Source: an optimization exercise on an open RTL-to-GDS flow (aim: small area, a short achievable clock period and few clock cycles per item). Production flows keep margins and buffers that such runs may drop.
Only simulation tests tie the RTL to the original design; equivalence was not proved.

$ cat flow/run.sh
#!/bin/bash
# synth_recipe.tcl (not shown) runs the flow's synth.tcl, then flattens the netlist and writes it again
# the make line also repeats each setting of config.mk as NAME=value (left out here)
make -C /OpenROAD-flow-scripts/flow DESIGN_CONFIG=/design/flow/config.mk WORK_HOME=/design/flow/orfs CLKGATE_MAP_FILE= SYNTH_SCRIPT=/design/flow/synth_recipe.tcl finish
$ cat flow/config.mk
export PLATFORM = sky130hd
export DESIGN_NAME = sha256_lane
export DESIGN_NICKNAME = sha256_lane
export VERILOG_FILES = /design/flow/design.v
export SDC_FILE = /design/flow/constraint.sdc
export NUM_CORES = 4
export LEC_CHECK = 0
export CAP_MARGIN = 20
export CORE_MARGIN = 2
export CORE_UTILIZATION = 40
export PLACE_DENSITY = 0.6
export SLEW_MARGIN = 20
$ cat flow/constraint.sdc
create_clock -name core_clock -period 16.0 [get_ports {clk}]
set_input_delay 3.2000 -clock core_clock [delete_from_list [all_inputs] [get_ports {clk}]]
set_output_delay 3.2000 -clock core_clock [all_outputs]
set_load 0.01 [all_outputs]
$ cat flow/design.v
module sha256_lane (
    input  wire         clk,
    input  wire         rst,           
    input  wire         in_valid,
    output wire         in_ready,
    input  wire         in_first,
    input  wire [511:0] in_block,      
    output reg          out_valid,
    output wire [255:0] out_digest     
);
    localparam [1:0] S_IDLE  = 2'd0,
                     S_RUN   = 2'd1,
                     S_FINAL = 2'd2;
    reg [1:0]  state;
    reg [5:0]  round;
    reg [31:0] h0, h1, h2, h3, h4, h5, h6, h7;
    reg [31:0] a, b, c, d, e, f, g, h;
    reg [31:0] w [0:15];
    reg [31:0] k_t;
    always @(*) begin
        case (round)
            6'd0:  k_t = 32'h428a2f98; 6'd1:  k_t = 32'h71374491;
            6'd2:  k_t = 32'hb5c0fbcf; 6'd3:  k_t = 32'he9b5dba5;
            6'd4:  k_t = 32'h3956c25b; 6'd5:  k_t = 32'h59f111f1;
            6'd6:  k_t = 32'h923f82a4; 6'd7:  k_t = 32'hab1c5ed5;
            6'd8:  k_t = 32'hd807aa98; 6'd9:  k_t = 32'h12835b01;
            6'd10: k_t = 32'h243185be; 6'd11: k_t = 32'h550c7dc3;
            6'd12: k_t = 32'h72be5d74; 6'd13: k_t = 32'h80deb1fe;
            6'd14: k_t = 32'h9bdc06a7; 6'd15: k_t = 32'hc19bf174;
            6'd16: k_t = 32'he49b69c1; 6'd17: k_t = 32'hefbe4786;
            6'd18: k_t = 32'h0fc19dc6; 6'd19: k_t = 32'h240ca1cc;
            6'd20: k_t = 32'h2de92c6f; 6'd21: k_t = 32'h4a7484aa;
            6'd22: k_t = 32'h5cb0a9dc; 6'd23: k_t = 32'h76f988da;
            6'd24: k_t = 32'h983e5152; 6'd25: k_t = 32'ha831c66d;
            6'd26: k_t = 32'hb00327c8; 6'd27: k_t = 32'hbf597fc7;
            6'd28: k_t = 32'hc6e00bf3; 6'd29: k_t = 32'hd5a79147;
            6'd30: k_t = 32'h06ca6351; 6'd31: k_t = 32'h14292967;
            6'd32: k_t = 32'h27b70a85; 6'd33: k_t = 32'h2e1b2138;
            6'd34: k_t = 32'h4d2c6dfc; 6'd35: k_t = 32'h53380d13;
            6'd36: k_t = 32'h650a7354; 6'd37: k_t = 32'h766a0abb;
            6'd38: k_t = 32'h81c2c92e; 6'd39: k_t = 32'h92722c85;
            6'd40: k_t = 32'ha2bfe8a1; 6'd41: k_t = 32'ha81a664b;
            6'd42: k_t = 32'hc24b8b70; 6'd43: k_t = 32'hc76c51a3;
            6'd44: k_t = 32'hd192e819; 6'd45: k_t = 32'hd6990624;
            6'd46: k_t = 32'hf40e3585; 6'd47: k_t = 32'h106aa070;
            6'd48: k_t = 32'h19a4c116; 6'd49: k_t = 32'h1e376c08;
            6'd50: k_t = 32'h2748774c; 6'd51: k_t = 32'h34b0bcb5;
            6'd52: k_t = 32'h391c0cb3; 6'd53: k_t = 32'h4ed8aa4a;
            6'd54: k_t = 32'h5b9cca4f; 6'd55: k_t = 32'h682e6ff3;
            6'd56: k_t = 32'h748f82ee; 6'd57: k_t = 32'h78a5636f;
            6'd58: k_t = 32'h84c87814; 6'd59: k_t = 32'h8cc70208;
            6'd60: k_t = 32'h90befffa; 6'd61: k_t = 32'ha4506ceb;
            6'd62: k_t = 32'hbef9a3f7; default: k_t = 32'hc67178f2;
        endcase
    end
    wire [31:0] s1    = {e[5:0], e[31:6]} ^ {e[10:0], e[31:11]} ^ {e[24:0], e[31:25]};
    wire [31:0] ch    = (e & f) ^ (~e & g);
    wire [31:0] t1    = h + s1 + ch + k_t + w[0];
    wire [31:0] s0    = {a[1:0], a[31:2]} ^ {a[12:0], a[31:13]} ^ {a[21:0], a[31:22]};
    wire [31:0] maj   = (a & b) ^ (a & c) ^ (b & c);
    wire [31:0] t2    = s0 + maj;
    wire [31:0] ms0   = {w[1][6:0], w[1][31:7]} ^ {w[1][17:0], w[1][31:18]} ^ (w[1] >> 3);
    wire [31:0] ms1   = {w[14][16:0], w[14][31:17]} ^ {w[14][18:0], w[14][31:19]} ^ (w[14] >> 10);
    wire [31:0] w_new = ms1 + w[9] + ms0 + w[0];
    assign in_ready   = (state == S_IDLE);
    assign out_digest = {h0, h1, h2, h3, h4, h5, h6, h7};
    integer i;
    always @(posedge clk) begin
        if (rst) begin
            state     <= S_IDLE;
            round     <= 6'd0;
            out_valid <= 1'b0;
        end else begin
            out_valid <= 1'b0;
            case (state)
                S_IDLE: begin
                    if (in_valid) begin
                        for (i = 0; i < 16; i = i + 1)
                            w[i] <= in_block[511 - 32*i -: 32];
                        if (in_first) begin
                            h0 <= 32'h6a09e667; h1 <= 32'hbb67ae85;
                            h2 <= 32'h3c6ef372; h3 <= 32'ha54ff53a;
                            h4 <= 32'h510e527f; h5 <= 32'h9b05688c;
                            h6 <= 32'h1f83d9ab; h7 <= 32'h5be0cd19;
                            a  <= 32'h6a09e667; b  <= 32'hbb67ae85;
                            c  <= 32'h3c6ef372; d  <= 32'ha54ff53a;
                            e  <= 32'h510e527f; f  <= 32'h9b05688c;
                            g  <= 32'h1f83d9ab; h  <= 32'h5be0cd19;
                        end else begin
                            a <= h0; b <= h1; c <= h2; d <= h3;
                            e <= h4; f <= h5; g <= h6; h <= h7;
                        end
                        round <= 6'd0;
                        state <= S_RUN;
                    end
                end
                S_RUN: begin
                    h <= g;
                    g <= f;
                    f <= e;
                    e <= d + t1;
                    d <= c;
                    c <= b;
                    b <= a;
                    a <= t1 + t2;
                    for (i = 0; i < 15; i = i + 1)
                        w[i] <= w[i+1];
                    w[15] <= w_new;
                    round <= round + 6'd1;
                    if (round == 6'd63)
                        state <= S_FINAL;
                end
                S_FINAL: begin
                    h0 <= h0 + a; h1 <= h1 + b; h2 <= h2 + c; h3 <= h3 + d;
                    h4 <= h4 + e; h5 <= h5 + f; h6 <= h6 + g; h7 <= h7 + h;
                    out_valid <= 1'b1;
                    state     <= S_IDLE;
                end
                default: state <= S_IDLE;
            endcase
        end
    end
endmodule
==> qor.yml <==
run_status:
  status: "complete, no violations"
route:
  finalWirelength_mm: 288
  wl_per_cell_um: 26.4
  drc: 0
  dr.pass1.iters: 6
  drt_iter0_markers: 6832
  postRouteAntennaNets: 0
  via_count: 61400
  via_per_inst: 5.62
setup_path:
  cp_data_required_time_ns: 16.51
  cp.arrival_ns: 8.83
  crit_fanout: 8
  worst_setup_path_end_kind: "register"
  crit-reg2reg-launch: "e[13]$_DFFE_PP_"
  cp-startpoint: "e[13]$_DFFE_PP_"
  critical_path_class: "reg -> reg"
  cpMostUsedCell: "a21oi_1"
  reg2reg_depth: 35
  critical-path-max-stage-delay_ns: 0.53
  cp_slowest_cell: "edfxtp_1"
  worstSetupStartpointType: "register"
floorplan:
  ioPinCount: 774
  die_h_um: 429
  fp.dieW_um: 429
  core-area_sq_um: 180000
  rows: 156
  start_util_pct: 40.1
  dieArea_sq_um: 184000
placed_design:
  gp_congestion: 0.982
  post-place-cells: 10700
  port_buffers: 773
  dp_hpwl_mm: 222
logic_synthesis:
  syn_inst: 7892
  ys_ff_latch: 1065
  synth_nets: 8992
  netlist_area_sq_um: 72400
  ys.flop_type: "edfxtp_1"
  yosys_warnings: 2
  ys_seq_area_share_pct: 43.6
  synth_edf_count: 1024
  yosysUniqueCellTypes: 88
  async_flop_share_pct: 0
  synth.avg_cell_area_sq_um: 9.17
cts:
  clk_latency_ns: 0.79
  postCtsSetupBuffers: 0
  htree_num_levels: 4
  clkSinkCount: 1065
  cts_resized: 0
  cts_hold_buf: 0
  cts_tree: "built"
  clk_path_buf_depth: 3
  cts.clk_slew.worst_paths_ns: 0.06
  numCtsBuffers: 134
  cts_root_buf: "clkbuf_16"
timing:
  max_clock_freq_ghz: 0.120
  finalSetupTns_ns: 0
  worst_pin_slew_ns: 1.12
  slew_headroom_pct: 24.8
  slew_violations: 0
  period_minus_slack_ns: 8.32
  finalHoldViolCount: 0
  setup_violations: 0
  fin_skew_ns: 0.0199
  timing.hold.ws_ns: 0.505
  period_share_pct: 52.0
  rsz0062_at_grt: "false"
min_path:
  min-delay-start: "w[15][20]$_DFFE_PP_"
  hold_path_depth: 2
  hold_class: "reg -> reg"
grt:
  grtUsageTotal_pct: 30.4
  grt_overflow_total: 0
  antenna_found_initial: 28
  grt_max_degree: 165
  grt_pass1_wl_mm: 411
  grt_pass1_vias: 59200
finish:
  nFillCells: 17200
  nNetsFinal: 9552
  drive_above_1_share_pct: 3.89
  area.growth.synth_to_final_pct: 19.4
  instances_no_fill: 10900
flow_run:
  drv_cap: 0
through the flow:
stage	utilization (%)	area, sq um	setup WS (ns)
after floorplan	-	72400	0.137
after global placement	45.6	82200	7.70
after detailed placement	45.6	82200	7.77
after CTS	47.9	86400	7.73
after global routing	47.9	86500	7.11
final	47.9	86500	7.68
placed cells by master (no fill, tap or decap), types with 140 or more instances in the layout:
cell type	netlist	routed
clkbuf_16	0	140
nor2_1	514	512
clkdlybuf4s50_1	0	772
nand2b_1	162	161
nor3_1	152	151
ha_1	389	389
nand2_1	1893	1892
edfxtp_1	1024	1024
inv_1	426	425
xor2_1	182	182
a21o_1	196	196
o21ai_0	492	492
a21oi_1	565	565
fa_1	195	195
xnor2_1	374	374
state kept, by name (all words and copies together) (netlist names):
| register | count |
|---|---|
| a | 32 |
| b | 32 |
| c | 32 |
| d | 32 |
| e | 32 |
| f | 32 |
| g | 32 |
| h | 32 |
| h0 | 32 |
| h1 | 32 |
| h2 | 32 |
| h3 | 32 |
| h4 | 32 |
| h5 | 32 |
| h6 | 32 |
| h7 | 32 |
| k_t | 32 |
| out_valid | 1 |
| round | 6 |
| state | 2 |
| w | 512 |
per-layer routing:
metal	GRT usage [%]	up-vias	share of wire, %
met3	5.24	523	7.3
met2	49.4	2641	47
met5	0	-	0.061
met4	15.3	24	5.5
met1	39.1	29800	40
li1	-	28400	-
final timing paths:
kind	end	slack (ns)
max	a[29]$_DFFE_PP_	7.68
min	w[14][20]$_DFFE_PP_	0.50
max reg2reg	a[29]$_DFFE_PP_	7.68
min reg2reg	w[14][20]$_DFFE_PP_	0.50
Yosys cell counts (54+ instances only):
| library cell | instances | share of area [%] |
|---|---|---|
| xor2_1 | 182 | 2.2 |
| o21a_1 | 54 | 0.56 |
| clkbuf_1 | 392 | 2.0 |
| ha_1 | 389 | 6.7 |
| a21oi_1 | 565 | 3.9 |
| nor3_1 | 152 | 1.1 |
| xnor2_1 | 374 | 4.5 |
| inv_1 | 426 | 2.2 |
| o21ai_0 | 492 | 3.4 |
| a21o_1 | 196 | 2.0 |
| nor2_1 | 514 | 2.7 |
| fa_1 | 195 | 5.4 |
| nand3_1 | 78 | 0.54 |
| nand2_1 | 1893 | 9.8 |
| nand2b_1 | 162 | 1.4 |
| edfxtp_1 | 1024 | 42 |
| nor2b_1 | 56 | 0.48 |
cells by family (layout without fill, tap and decap cells):
kind of cell	count (synthesis)	count (layout)	share of synthesized area (%)
compound gates	1744	1744	14.6
xor+xnor	557	557	6.75
fa+ha+maj	587	587	12.2
buf+inv	844	1503	4.38
flops	1065	1065	43.6
mux	55	55	0.826
other cells	0	14	0
simple gates	3040	3040	17.7
area by class of cell:
cell class	instances	area, sq um	area share, %
Timing Repair Buffer	838	8320	9.63
Tap cell	2370	2970	3.43
Clock inverter	72	638	0.738
Multi-Input combinational cell	5983	37700	43.6
Antenna cell	14	35.0	0.0405
Sequential cell	1065	31600	36.5
Inverter	430	1610	1.87
Clock buffer	163	3590	4.15
critical path, delay by kind of cell (launching register included):
family / cells / cell delay, ns
DFF: 1 / 0.53
adders and majority gates: 6 / 2.62
buffers and inverters: 5 / 0.29
xor gates and xnor gates: 4 / 0.84
AOI/OAI and AO/OA: 17 / 3.12
and+or+nand+nor: 3 / 0.63
Testbench counts, summed over its fixed seeds: cycles 25,352, blocks 384.

afterwards: timing with drivers on the ports:
In the flow no input, the clock included, has a driving cell. The finished layout below was timed again as built, in two steps. Step 1, drivers: a clkbuf_16 drives clk and a buf_2 each remaining input, both assumed. Step 2 moves the port delays by t, midway between the first and last clock arrival at a register: inputs arrive t later, outputs are due t later. That takes back most of the time a late clock gives input paths. a / b / c = no drivers / after step 1 / after step 2; a / b = the first two.
t (ns): 0.881
slack for setup (ns): 7.683 / 7.683 / 7.683
slew at the worst register clock pin (ns): 0.07 / 0.07
After both steps setup and hold are still met in this run. For this run, drivers alone change the setup slack by 0.000 ns; drivers and shift together by 0.000 ns.
